What follows belongs to an exercise in optimizing a design on an open flow for small area, a short achievable clock period and few clock cycles; a production flow would make more cautious choices. The RTL was checked by simulation tests, not by an equivalence proof against the original design.

==> inputs of job 3812 <==
// anvil_gcm
module anvil_gcm (
    input  wire         clk,
    input  wire         rst,
    input  wire         start,
    input  wire [255:0] key,
    input  wire         key_256,
    input  wire [95:0]  iv,
    input  wire         decrypt,
    output reg          idle,
    input  wire         in_valid,
    output reg          in_ready,
    input  wire [127:0] in_data,
    input  wire         in_aad,
    input  wire [4:0]   in_bytes,
    input  wire         in_last,
    output reg          out_valid,
    output reg  [127:0] out_data,
    output reg          tag_valid,
    output reg  [127:0] tag
);
    localparam integer LANES  = 2;            
    localparam integer D      = 16;           
    localparam integer BATCH  = 32;           
    localparam integer GSTEPS = 128 / D;      
    localparam integer NG     = 2;            
    localparam integer NE     = NG * LANES;   
    localparam integer EW     = (NE > 8) ? 4 : (NE > 4) ? 3 : 2;    
    reg [255:0] key_r;
    reg         k256_r;
    reg [95:0]  iv_r;
    reg         dec_r;
    reg [127:0] h_r;
    reg [127:0] ej0_r;
    reg [13:0]  len_a;           
    reg [13:0]  len_c;           
    wire acc_start = start & idle;
    wire acc_in    = in_valid & in_ready;
    reg  [4:0]  bc;              
    reg         batch0;          
    reg  [10:0] cb;              
    reg         ld_a;            
    reg  [LANES-1:0] ld;         
    reg         at28, at29;      
    reg         k_adv;           
    reg         k_ld;            
    reg  [3:0]  kstep;           
    wire [4:0]  bc_n   = (acc_start | (bc == BATCH - 1)) ? 5'd0 : bc + 5'd1;
    wire        k256_n = acc_start ? key_256 : k256_r;
    wire [4:0]  l0_n   = k256_n ? 5'd0 : 5'd8;           
    wire [4:0]  rel_n  = bc_n - l0_n;
    wire [127:0] rk;
    aes_keysched u_ks (
        .clk(clk), .load(idle | k_ld), .key(idle ? key : key_r),
        .adv(k_adv), .mode256(k256_r), .step(kstep), .rk(rk)
    );
    wire [128*LANES-1:0] ks;
  ...
export LEC_CHECK = 0
export CAP_MARGIN = 20
export CORE_MARGIN = 2
export CORE_UTILIZATION = 55
export SLEW_MARGIN = 20
create_clock -name core_clock -period 12.0 [get_ports {clk}]
standard.sh (not shown) runs the stock make flow with config.mk's settings and CLKGATE_MAP_FILE= SYNTH_SCRIPT=/design/flow/synth_recipe.tcl, a recipe that flattens the netlist after the stock synthesis.
==> flow/flow/run.sh <==
#!/bin/bash
set -euo pipefail
bash standard.sh SETUP_SLACK_MARGIN=8.2 MAX_REPAIR_ANTENNAS_ITER_DRT=10 finish > standard.log 2>&1
==> job 7016 (differences from job 3812) <==
--- a/flow/design.v
+++ b/flow/design.v
@@ -386,105 +386,118 @@
     input  wire         in_aad,
     input  wire [4:0]   in_bytes,
     input  wire         in_last,
     output reg          out_valid,
     output reg  [127:0] out_data,
     output reg          tag_valid,
     output reg  [127:0] tag
 );
-    localparam integer LANES  = 2;            
-    localparam integer D      = 16;           
-    localparam integer BATCH  = 32;           
+    localparam integer LANES  = 3;            
+    localparam integer D      = 32;           
+    localparam integer BATCH  = 30;           
     localparam integer GSTEPS = 128 / D;      
+    localparam integer GLOAD  = (LANES >= 3) ? 1 : 0;
     localparam integer NG     = 2;            
     localparam integer NE     = NG * LANES;   
     localparam integer EW     = (NE > 8) ? 4 : (NE > 4) ? 3 : 2;    
     reg [255:0] key_r;
     reg         k256_r;
     reg [95:0]  iv_r;
     reg         dec_r;
     reg [127:0] h_r;
     reg [127:0] ej0_r;
     reg [13:0]  len_a;           
     reg [13:0]  len_c;           
     wire acc_start = start & idle;
+    reg  open;                   
     wire acc_in    = in_valid & in_ready;
     reg  [4:0]  bc;              
     reg         batch0;          
     reg  [10:0] cb;              
+    reg         push_a, push_b;  
+    reg         pushed_a;        
     reg         ld_a;            
     reg  [LANES-1:0] ld;         
     reg         at28, at29;      
     reg         k_adv;           
     reg         k_ld;            
     reg  [3:0]  kstep;           
     wire [4:0]  bc_n   = (acc_start | (bc == BATCH - 1)) ? 5'd0 : bc + 5'd1;
     wire        k256_n = acc_start ? key_256 : k256_r;
     wire [4:0]  l0_n   = k256_n ? 5'd0 : 5'd8;           
     wire [4:0]  rel_n  = bc_n - l0_n;
     wire [127:0] rk;
     aes_keysched u_ks (
-        .clk(clk), .load(idle | k_ld), .key(idle ? key : key_r),
+        .clk(clk), .load(~open | k_ld), .key(open ? key_r : key),
         .adv(k_adv), .mode256(k256_r), .step(kstep), .rk(rk)
     );
     wire [128*LANES-1:0] ks;
+    wire        cb_we  = acc_start | at29;
+    wire [10:0] cb_new = acc_start ? 11'd0
+                                   : cb + (pushed_a ? LANES : 0) + (push_b ? LANES : 0);
+    always @(posedge clk)
+        if (cb_we)
+            cb <= cb_new;
     genvar gl;
     generate
         for (gl = 0; gl < LANES; gl = gl + 1) begin : g_lane
-            wire [10:0] c_a = cb + gl;
-            wire [10:0] c_b = cb + LANES + gl;
+            reg [10:0] c_a, c_b;
+            always @(posedge clk)
+                if (cb_we) begin
+                    c_a <= cb_new + gl;
+                    c_b <= cb_new + LANES + gl;
+                end
             wire [127:0] p = ld_a ? ((batch0 && gl == 0) ? 128'h0 : {iv_r, 21'h0, c_a})
                                   : {iv_r, 21'h0, c_b};
             aes_lane u_lane (.clk(clk), .load(ld[gl]), .pin(p), .rk(rk),
                              .ks(ks[128*gl +: 128]));
         end
     endgenerate
     reg [127:0] fe [0:NE-1];
     reg [EW-1:0] rp;             
     reg  [1:0]   wp;             
     reg [EW:0]   cnt;            
-    reg          push_a, push_b; 
-    reg          pushed_a;       
     wire [127:0] head = fe[rp];
     wire        pop   = acc_in & ~in_aad;
     wire        push  = push_a | push_b;
     wire [EW:0] cnt_n = acc_start ? {(EW+1){1'b0}}
                                   : (cnt - {{EW{1'b0}}, pop} + (push ? LANES : 0)
                                      - ((push_a & batch0) ? 2 : 0));
     wire        batch0_n = acc_start | (batch0 & ~at29);
     reg  [127:0] z;
     reg  [127:0] x;
     reg  [4*D-1:0] dg;           
     reg  [3:0]   gcnt;           
     reg          zfirst;         
     reg          first;          
     reg          fin;            
     reg          lenph;          
     reg          hready;
-    reg          open;           
+    reg          tag_done;       
     wire [127:0] z_next;
     ghash_mul #(.D(D), .NCOPY(4)) u_gh (
         .z(zfirst ? 128'h0 : z), .dg(dg), .h(h_r), .z_next(z_next)
     );
     reg [127:0] in_mask;
     integer b;
     always @(*) begin
         for (b = 0; b < 16; b = b + 1)
             in_mask[127-8*b -: 8] = (b < in_bytes) ? 8'hff : 8'h00;
     end
     wire [127:0] text_out = (in_data ^ head) & in_mask;
     wire [127:0] gh_in    = (in_aad | dec_r) ? (in_data & in_mask) : text_out;
     wire         g_last   = (gcnt == 4'd1);
-    wire [127:0] s_cur    = first ? 128'h0 : (g_last ? z_next : z);
-    wire [13:0]  len_a_n  = len_a + {9'h0, in_bytes};
-    wire [13:0]  len_c_n  = len_c + {9'h0, in_bytes};
+    reg  [4:0]   len_b;          
+    reg          len_av, len_cv; 
     wire [127:0] len_blk  = {47'h0, len_a, 3'b000, 47'h0, len_c, 3'b000};
-    wire         ld_len   = g_last & fin;
-    wire [127:0] x_ld     = in_ready ? (s_cur ^ gh_in) : (z_next ^ len_blk);
+    wire         ld_len   = fin & ((GLOAD == 0) ? g_last : (gcnt == 4'd0));
+    wire [127:0] s_cur    = (first & ~ld_len) ? 128'h0 : ((GLOAD == 0 && g_last) ? z_next : z);
+    reg          x_free;         
+    wire [127:0] x_ld     = s_cur ^ (ld_len ? len_blk : gh_in);
     reg [3:0] gcnt_n;
     reg       fin_n, lenph_n, open_n, hready_n;
     always @(*) begin
         if (acc_in | ld_len)
             gcnt_n = GSTEPS;
         else if (gcnt != 4'd0)
             gcnt_n = gcnt - 4'd1;
         else
@@ -495,106 +508,110 @@
         hready_n = acc_start ? 1'b0 : (hready | (batch0 & at28));
     end
     always @(posedge clk) begin
         if (rst) begin
             idle      <= 1'b1;
             in_ready  <= 1'b0;
             out_valid <= 1'b0;
             tag_valid <= 1'b0;
+            tag_done  <= 1'b0;
             open      <= 1'b0;
             hready    <= 1'b0;
             gcnt      <= 4'd0;
             fin       <= 1'b0;
             lenph     <= 1'b0;
             first     <= 1'b0;
             cnt       <= {(EW+1){1'b0}};
             rp        <= {EW{1'b0}};
             wp        <= 2'd0;
             bc        <= 5'd0;
             batch0    <= 1'b0;
             push_a    <= 1'b0;
             push_b    <= 1'b0;
             len_a     <= 14'd0;
             len_c     <= 14'd0;
+            len_av    <= 1'b0;
+            len_cv    <= 1'b0;
         end else begin
             out_valid <= pop;
-            tag_valid <= g_last & lenph;
+            tag_done  <= g_last & lenph;
+            tag_valid <= tag_done;
             open   <= open_n;
             hready <= hready_n;
             gcnt   <= gcnt_n;
             fin    <= fin_n;
             lenph  <= lenph_n;
             cnt    <= cnt_n;
             batch0 <= batch0_n;
             bc     <= bc_n;
-            in_ready <= open_n & hready_n & (gcnt_n <= 4'd1) & ~fin_n & ~lenph_n
+            x_free   <= (gcnt_n <= 1 - GLOAD);
+            in_ready <= open_n & hready_n & (gcnt_n <= 1 - GLOAD) & ~fin_n & ~lenph_n
                         & (cnt_n != 0);
             push_a <= ~acc_start & (bc_n == 5'd28) & (cnt_n <= NE - LANES);
             push_b <= ~acc_start & (bc_n == 5'd29) & push_a &
                       (cnt_n <= NE - LANES);
             if (acc_start)
                 idle <= 1'b0;
             else if (acc_in & in_last)
                 idle <= 1'b1;
             if (acc_start) begin
                 rp <= 2;
                 wp <= 2'd0;
-                cb <= 11'd0;
             end else begin
                 if (at28)
                     pushed_a <= push_a;
-                if (at29)
-                    cb <= cb + (pushed_a ? LANES : 0) + (push_b ? LANES : 0);
                 if (push)
                     wp <= (wp == NG - 1) ? 2'd0 : wp + 2'd1;
                 if (pop)
                     rp <= (rp == NE - 1) ? {EW{1'b0}} : rp + 1'b1;
             end
             if (acc_start)
                 first <= 1'b1;
             else if (acc_in)
                 first <= 1'b0;
-            if (acc_in) begin
-                if (in_aad)
-                    len_a <= len_a_n;
-                else
-                    len_c <= len_c_n;
-            end else if (ld_len) begin
+            len_av <= acc_in & in_aad;
+            len_cv <= acc_in & ~in_aad;
+            if (len_av)
+                len_a <= len_a + {9'h0, len_b};
+            else if (len_cv)
+                len_c <= len_c + {9'h0, len_b};
+            else if (ld_len) begin
                 len_a <= 14'd0;
                 len_c <= 14'd0;
             end
         end
     end
     integer e;
     always @(posedge clk) begin
         ld_a  <= (bc_n == l0_n);
         ld    <= {LANES{(bc_n == l0_n) | (bc_n == l0_n + 5'd1)}};
         at28  <= (bc_n == 5'd28);
         at29  <= (bc_n == 5'd29);
         k_adv <= bc_n[0] & (bc_n > l0_n) & (bc_n < 5'd28);
         k_ld  <= (bc_n == BATCH - 1) | (~k256_n & (bc_n == 5'd7));
         kstep <= rel_n[4:1];
-        if (idle) begin
+        if (~open) begin
             key_r  <= key;
             k256_r <= key_256;
             iv_r   <= iv;
             dec_r  <= decrypt;
         end
         if (batch0 & at28) begin
             h_r   <= ks[127:0];
             ej0_r <= ks[255:128];
         end
         out_data <= text_out;
-        tag      <= z_next ^ ej0_r;
+        len_b    <= in_bytes;
+        tag      <= z ^ ej0_r;
         for (e = 0; e < NE; e = e + 1)
             if (push & (wp == (e / LANES)))
                 fe[e] <= ks[128*(e % LANES) +: 128];
         zfirst <= acc_in | ld_len;
-        if (in_ready | ld_len) begin
+        if (x_free | ld_len) begin
             x  <= x_ld;
             dg <= {4{x_ld[D-1:0]}};
         end else begin
             x  <= {{D{1'b0}}, x[127:D]};
             dg <= {4{x[2*D-1:D]}};
         end
         if (gcnt != 4'd0)
             z <= z_next;
==> flow/flow/run.sh (replaced) <==
#!/bin/bash
set -euo pipefail
here=$(pwd)
rm -rf "$here/scripts"
cp -r "$FLOW_HOME/scripts" "$here/scripts"
cp "$here/flow/abc_map.script" "$here/scripts/abc_speed.script"
bash standard.sh SCRIPTS_DIR="$here/scripts" SETUP_SLACK_MARGIN=7.8 finish \
    > standard.log 2>&1
==> flow/flow/abc_map.script (new file) <==
strash
ifraig
scorr
dc2
strash
&get -n
&dch -f
&nf
&put
CAP_MARGIN = 40   (was 20)
SLEW_MARGIN = 40   (was 20)
==> job 5415 (differences from job 3812) <==
--- a/flow/design.v
+++ b/flow/design.v
@@ -386,49 +386,51 @@
     input  wire         in_aad,
     input  wire [4:0]   in_bytes,
     input  wire         in_last,
     output reg          out_valid,
     output reg  [127:0] out_data,
     output reg          tag_valid,
     output reg  [127:0] tag
 );
-    localparam integer LANES  = 2;            
-    localparam integer D      = 16;           
-    localparam integer BATCH  = 32;           
+    localparam integer LANES  = 3;            
+    localparam integer D      = 32;           
+    localparam integer BATCH  = 30;           
     localparam integer GSTEPS = 128 / D;      
+    localparam integer GLOAD  = (LANES >= 3) ? 1 : 0;
     localparam integer NG     = 2;            
     localparam integer NE     = NG * LANES;   
     localparam integer EW     = (NE > 8) ? 4 : (NE > 4) ? 3 : 2;    
     reg [255:0] key_r;
     reg         k256_r;
     reg [95:0]  iv_r;
     reg         dec_r;
     reg [127:0] h_r;
     reg [127:0] ej0_r;
     reg [13:0]  len_a;           
     reg [13:0]  len_c;           
     wire acc_start = start & idle;
+    reg  open;                   
     wire acc_in    = in_valid & in_ready;
     reg  [4:0]  bc;              
     reg         batch0;          
     reg  [10:0] cb;              
     reg         ld_a;            
     reg  [LANES-1:0] ld;         
     reg         at28, at29;      
     reg         k_adv;           
     reg         k_ld;            
     reg  [3:0]  kstep;           
     wire [4:0]  bc_n   = (acc_start | (bc == BATCH - 1)) ? 5'd0 : bc + 5'd1;
     wire        k256_n = acc_start ? key_256 : k256_r;
     wire [4:0]  l0_n   = k256_n ? 5'd0 : 5'd8;           
     wire [4:0]  rel_n  = bc_n - l0_n;
     wire [127:0] rk;
     aes_keysched u_ks (
-        .clk(clk), .load(idle | k_ld), .key(idle ? key : key_r),
+        .clk(clk), .load(~open | k_ld), .key(open ? key_r : key),
         .adv(k_adv), .mode256(k256_r), .step(kstep), .rk(rk)
     );
     wire [128*LANES-1:0] ks;
     genvar gl;
     generate
         for (gl = 0; gl < LANES; gl = gl + 1) begin : g_lane
             wire [10:0] c_a = cb + gl;
             wire [10:0] c_b = cb + LANES + gl;
@@ -455,36 +457,37 @@
     reg  [127:0] x;
     reg  [4*D-1:0] dg;           
     reg  [3:0]   gcnt;           
     reg          zfirst;         
     reg          first;          
     reg          fin;            
     reg          lenph;          
     reg          hready;
-    reg          open;           
     wire [127:0] z_next;
     ghash_mul #(.D(D), .NCOPY(4)) u_gh (
         .z(zfirst ? 128'h0 : z), .dg(dg), .h(h_r), .z_next(z_next)
     );
     reg [127:0] in_mask;
     integer b;
     always @(*) begin
         for (b = 0; b < 16; b = b + 1)
             in_mask[127-8*b -: 8] = (b < in_bytes) ? 8'hff : 8'h00;
     end
     wire [127:0] text_out = (in_data ^ head) & in_mask;
     wire [127:0] gh_in    = (in_aad | dec_r) ? (in_data & in_mask) : text_out;
     wire         g_last   = (gcnt == 4'd1);
-    wire [127:0] s_cur    = first ? 128'h0 : (g_last ? z_next : z);
+    wire [127:0] s_cur    = first ? 128'h0 : ((GLOAD == 0 && g_last) ? z_next : z);
     wire [13:0]  len_a_n  = len_a + {9'h0, in_bytes};
     wire [13:0]  len_c_n  = len_c + {9'h0, in_bytes};
     wire [127:0] len_blk  = {47'h0, len_a, 3'b000, 47'h0, len_c, 3'b000};
-    wire         ld_len   = g_last & fin;
-    wire [127:0] x_ld     = in_ready ? (s_cur ^ gh_in) : (z_next ^ len_blk);
+    wire         ld_len   = fin & ((GLOAD == 0) ? g_last : (gcnt == 4'd0));
+    reg          x_free;         
+    wire [127:0] x_ld     = ~ld_len ? (s_cur ^ gh_in)
+                                     : (((GLOAD == 0) ? z_next : z) ^ len_blk);
     reg [3:0] gcnt_n;
     reg       fin_n, lenph_n, open_n, hready_n;
     always @(*) begin
         if (acc_in | ld_len)
             gcnt_n = GSTEPS;
         else if (gcnt != 4'd0)
             gcnt_n = gcnt - 4'd1;
         else
@@ -521,17 +524,18 @@
             open   <= open_n;
             hready <= hready_n;
             gcnt   <= gcnt_n;
             fin    <= fin_n;
             lenph  <= lenph_n;
             cnt    <= cnt_n;
             batch0 <= batch0_n;
             bc     <= bc_n;
-            in_ready <= open_n & hready_n & (gcnt_n <= 4'd1) & ~fin_n & ~lenph_n
+            x_free   <= (gcnt_n <= 1 - GLOAD);
+            in_ready <= open_n & hready_n & (gcnt_n <= 1 - GLOAD) & ~fin_n & ~lenph_n
                         & (cnt_n != 0);
             push_a <= ~acc_start & (bc_n == 5'd28) & (cnt_n <= NE - LANES);
             push_b <= ~acc_start & (bc_n == 5'd29) & push_a &
                       (cnt_n <= NE - LANES);
             if (acc_start)
                 idle <= 1'b0;
             else if (acc_in & in_last)
                 idle <= 1'b1;
@@ -568,33 +572,33 @@
     always @(posedge clk) begin
         ld_a  <= (bc_n == l0_n);
         ld    <= {LANES{(bc_n == l0_n) | (bc_n == l0_n + 5'd1)}};
         at28  <= (bc_n == 5'd28);
         at29  <= (bc_n == 5'd29);
         k_adv <= bc_n[0] & (bc_n > l0_n) & (bc_n < 5'd28);
         k_ld  <= (bc_n == BATCH - 1) | (~k256_n & (bc_n == 5'd7));
         kstep <= rel_n[4:1];
-        if (idle) begin
+        if (~open) begin
             key_r  <= key;
             k256_r <= key_256;
             iv_r   <= iv;
             dec_r  <= decrypt;
         end
         if (batch0 & at28) begin
             h_r   <= ks[127:0];
             ej0_r <= ks[255:128];
         end
         out_data <= text_out;
         tag      <= z_next ^ ej0_r;
         for (e = 0; e < NE; e = e + 1)
             if (push & (wp == (e / LANES)))
                 fe[e] <= ks[128*(e % LANES) +: 128];
         zfirst <= acc_in | ld_len;
-        if (in_ready | ld_len) begin
+        if (x_free | ld_len) begin
             x  <= x_ld;
             dg <= {4{x_ld[D-1:0]}};
         end else begin
             x  <= {{D{1'b0}}, x[127:D]};
             dg <= {4{x[2*D-1:D]}};
         end
         if (gcnt != 4'd0)
             z <= z_next;
==> flow/flow/run.sh (replaced) <==
#!/bin/bash
set -euo pipefail
here=$(pwd)
rm -rf "$here/scripts"
cp -r "$FLOW_HOME/scripts" "$here/scripts"
cp "$here/flow/abc_map.script" "$here/scripts/abc_speed.script"
bash standard.sh SCRIPTS_DIR="$here/scripts" SETUP_SLACK_MARGIN=8.0 \
    MAX_REPAIR_ANTENNAS_ITER_DRT=10 finish > standard.log 2>&1
==> flow/flow/abc_map.script (new file) <==
strash
ifraig
scorr
dc2
strash
&get -n
&dch -f
&nf
&put
CORE_UTILIZATION = 60   (was 55)
==> comparison table <==
item	job 3812	job 7016	job 5415
Met3 track utilization from global routing	9.53%	15.7%	26.3%
Outcome	timing/DRC/antenna clean	timing/DRC/antenna clean	complete, but fails checks
Violated checks	-	-	max-capacitance violations, max-slew violations
XOR/XNOR share of the synthesized area	34.4%	43.4%	42.8%
Count of maximum capacitance violations	0	0	7
Transition time of the tightest slew-check pin	1.34 ns	1.05 ns	1.82 ns
Total wire length	736000 um	971000 um	1090000 um
Core area	333000 um^2	402000 um^2	359000 um^2
Worst-case hold path end point	tag[0]	tag[90]	tag[111]
Post-layout util	64.2%	64.4%	73.1%
Critical R2R Capture	x[31]	z[82]	u_ks.win[131]
Area overhead of the layout relative to synthesis	16.2%	16.8%	21.4%
Biggest fanout along the worst timing path	2	23	4
Buffers inserted by post-CTS timing repair	87	40	246
Max-slew violation count	0	0	27
Iteration-0 DRC count of the detailed router	19.7k	24.8k	33.4k
Post-detailed-route via-to-cell ratio	6.02	5.98	6.51
Final HPWL DP	563000 um	781000 um	802000 um
Slowest cell on crit path	dfxtp_4	xnor2_1	xor2_1
Setup ws final	7.97 ns	7.58 ns	7.10 ns
Testbench counts of job 3812, summed over its fixed seeds: cycles 62,200.
Testbench counts of job 7016, summed over its fixed seeds: cycles 42,398.
Testbench counts of job 5415, summed over its fixed seeds: cycles 42,390.

==> separate check: timing with driven ports <==
No port has a modelled driver above. Below, the same layouts with a new extraction and two added sets of constraints. Step 1 sets driving cells, clkbuf_16 on the clock port and buf_2 on the other inputs (assumed; they add their load-dependent delay and slew). Step 2, shift: input delay + t, output delay - t, t = (earliest + latest rising clock arrival at the registers) / 2. This alone moves slack from input paths to output paths. Slacks: no drivers / after step 1 / after step 2; pairs: no drivers / after step 1.
run | t, ns | setup slack, ns | worst setup path at the end
job 3812 | 1.052 | 7.965 / 7.850 / 7.213 | input to register
job 7016 | 1.141 | 7.576 / 7.576 / 6.687 | input to register
job 5415 | 1.139 | 7.096 / 7.096 / 6.741 | input to register
For job 7016, which loses most, drivers alone change the setup slack by 0.000 ns; drivers and shift together by -0.889 ns.
